Context: an optimization exercise on an open-source flow, tuned for small area, a short achievable clock period and few clock cycles. The choices shown serve that exercise and are no tape-out recipe.
Function was checked by simulation only, so behaviour that the tests miss may differ from the original.
Power is estimated from default activity; no workload was simulated.

## the reference run
==> flow/design.v (excerpt) <==
module mxquant (
    input  wire         clk,
    input  wire         rst,           
    input  wire         in_valid,
    output wire         in_ready,
    input  wire [127:0] in_x,          
    input  wire [7:0]   in_fmt,        
    input  wire [2:0]   in_round,
    input  wire         in_sat,
    input  wire         seed_load,
    input  wire [31:0]  seed,
    output reg          out_valid,
    output reg  [31:0]  out_e,         
    output reg  [7:0]   out_scale,
    output reg  [3:0]   out_sat
);
Size: ~220 I/O pins.
clock: 24.0 ns
lec_check: 0
cap_margin: 50
core_margin: 2
core_utilization: 40
setup_slack_margin: 1.5
slew_margin: 70
run.sh (not shown) runs the stock make flow with config.mk's settings and CLKGATE_MAP_FILE= SYNTH_SCRIPT=/design/flow/synth_recipe.tcl, a recipe that flattens the netlist after the stock synthesis.
Testbench counts of the reference run, summed over its fixed seeds: cycles 96,088.
[inputs] the trial run vs the reference run
- a change of SLEW_MARGIN from 70 to 85
- a change of CAP_MARGIN from 50 to 70
[summary]
When the trial run is measured against the reference run, its sequential share of layout area turns out 7.9 points lower. Lower global-route usage among the reference run and the trial run: the reference run. Data-path buffer share of cell area in the final layout on the trial run is up relative to the reference run. Number of global-route vias before repair on the trial run is up relative to the reference run. Reported for the reference run and the trial run, deepest level of the CTS H-tree turned out identical to the last digit.

mxquant, a different RTL version from the one above (not shown whole).
Size: roughly 6100 cells after synthesis, about 1600 flip-flops.
clock: 24.0 ns
lec_check: 0
cap_margin: 50
core_margin: 2
core_utilization: 40
setup_slack_margin: 1.5
slew_margin: 70
Testbench counts at the start, summed over its fixed seeds: cycles 96,088.
==> next run, changes <==
==> flow/flow/run.sh (new file) <==
#!/bin/bash
# The standard layout, with the port buffers made from plain buffers
# (sky130_fd_sc_hd__buf_2) instead of the delay buffers buffer_ports picks
# by default. Every input and output port still gets its own buffer.
set -e
export BUFFER_PORTS_ARGS="-buffer_cell sky130_fd_sc_hd__buf_2"
bash standard.sh > standard.log 2>&1
==> flow/standard.sh (new file) <==
#!/bin/bash
# synth_recipe.tcl (not shown) runs the flow's synth.tcl, then flattens the netlist and writes it again
# the make line also repeats each setting of config.mk as NAME=value (left out here)
make -C /OpenROAD-flow-scripts/flow DESIGN_CONFIG=/design/flow/config.mk WORK_HOME=/design/flow/orfs CLKGATE_MAP_FILE= SYNTH_SCRIPT=/design/flow/synth_recipe.tcl "${@:-finish}"
removed: flow/run.sh
Outcome:
- die area stays the same
- total power decreases by 0.98%
- design area decreases by 1.6%
- maximum frequency increases by 1.4%
- wire length decreases by 0.62%
- setup slack improved by 0.091 ns
- clock-buffer cell count decreases by 6

== R ==
mxquant with an RTL version that a note above also has.
Size in the first run: ~1600 flip-flops, roughly 220 I/O pins.
Settings: LEC_CHECK=0, CAP_MARGIN=20, CORE_MARGIN=2, CORE_UTILIZATION=40, SETUP_SLACK_MARGIN=1.5, SLEW_MARGIN=20; clock period 24.0 ns.
Stock flow here: none of the scripts above is used.
Having completed the whole flow, R delivered a layout that passed the timing, design-rule and antenna checks.
Testbench counts of R, summed over its fixed seeds: cycles 96,088.
> inputs changed (R -> Q)
- CORE_UTILIZATION changed from 40 to 65
Notes after the runs:
Q completed every stage of the flow, and the final layout passed the timing, design-rule and antenna checks. Compared with R, Q has less setup slack. The run with more routed wire is R, not Q. Changes observed in Q relative to R: fraction of power consumed by the clock network decreased 1.1 points, minimum hold slack decreased 0.015 ns. Looking at worst IR drop on VDD, Q sits 19% above R. Q vs R: layout overhead on the synthesized area down. For the internal power component, Q came in about 1.9% lower than R did.

Another version of the RTL of mxquant (not shown whole).
Size in the first run: ~5900 cells after synthesis, about 1500 flip-flops.
## mxquant
module mxquant (
    input  wire         clk,
    input  wire         rst,           
    input  wire         in_valid,
    output wire         in_ready,
    input  wire [127:0] in_x,          
    input  wire [7:0]   in_fmt,        
    input  wire [2:0]   in_round,
    input  wire         in_sat,
    input  wire         seed_load,
    input  wire [31:0]  seed,
    output reg          out_valid,
    output reg  [31:0]  out_e,         
    output reg  [7:0]   out_scale,
    output reg  [3:0]   out_sat
);
Settings: LEC_CHECK=0, CAP_MARGIN=40, CORE_MARGIN=2, CORE_UTILIZATION=40, CTS_CLUSTER_DIAMETER=120, CTS_CLUSTER_SIZE=25, SETUP_SLACK_MARGIN=1.5, SLEW_MARGIN=60; clock period 24.0 ns.
standard.sh (not shown) runs the stock make flow with config.mk's settings and CLKGATE_MAP_FILE= SYNTH_SCRIPT=/design/flow/synth_recipe.tcl, a recipe that flattens the netlist after the stock synthesis.
==> flow/flow/run.sh <==
#!/bin/bash
# The standard layout, with the port buffers made from plain buffers
# (sky130_fd_sc_hd__buf_2) instead of the delay buffers buffer_ports picks
# by default. Every input and output port still gets its own buffer.
set -e
export BUFFER_PORTS_ARGS="-buffer_cell sky130_fd_sc_hd__buf_2"
bash standard.sh > standard.log 2>&1
Testbench counts at the start, summed over its fixed seeds: cycles 96,088.
==> next run, changes <==
Settings changed: CAP_MARGIN 40 to 50, SLEW_MARGIN 60 to 70.
Register-to-register slack gains 120 ps.
Clock-buffer cell count rose by 5.
Cell area rose by a few percent.
Clock power stays flat.
Total power rose slightly.
Setup slack gains 120 ps.
Core utilization rose by 1.2 points.
Sequential cell count does not change.

-- separate check: timing with driven ports --
The results above use ideal ports. As a check the final layouts listed here were re-extracted and re-timed, cells and wires unchanged.
Step 1 sets driving cells, clkbuf_16 on the clock port and buf_2 on the other inputs (assumed; they add their load-dependent delay and slew).
Step 2 times the ports against the registers' clock, not the clock port: input delays grow and output delays shrink by t, the midpoint of the rising clock arrivals with the driver on.
Three values: ideal, step 1, step 2; two values: the first two.
run | t, ns | setup WS [ns] | worst data-port slew with drivers (ns) | pins driven straight from the clock port
the reference run | 0.875 | 17.379 / 17.296 / 17.604 | 0.09 | 1
the trial run | 0.865 | 11.499 / 11.499 / 11.499 | 0.09 | 1
the first run of note 2 | 0.883 | 17.266 / 17.183 / 17.515 | 0.07 | 1
the second run of note 2 | 0.891 | 17.356 / 17.356 / 17.356 | 0.06 | 1
R | 0.868 | 17.080 / 17.042 / 17.080 | 0.09 | 1
Q | 0.830 | 16.850 / 16.850 / 16.850 | 0.10 | 1
the first run of note 4 | 0.800 | 17.500 / 17.500 / 16.833 | 0.07 | 1
the second run of note 4 | 0.796 | 17.616 / 17.616 / 16.974 | 0.07 | 1
After both steps setup and hold are still met in every run listed. For the first run of note 4, which loses most, drivers alone change the setup slack by 0.000 ns; drivers and shift together by -0.667 ns.
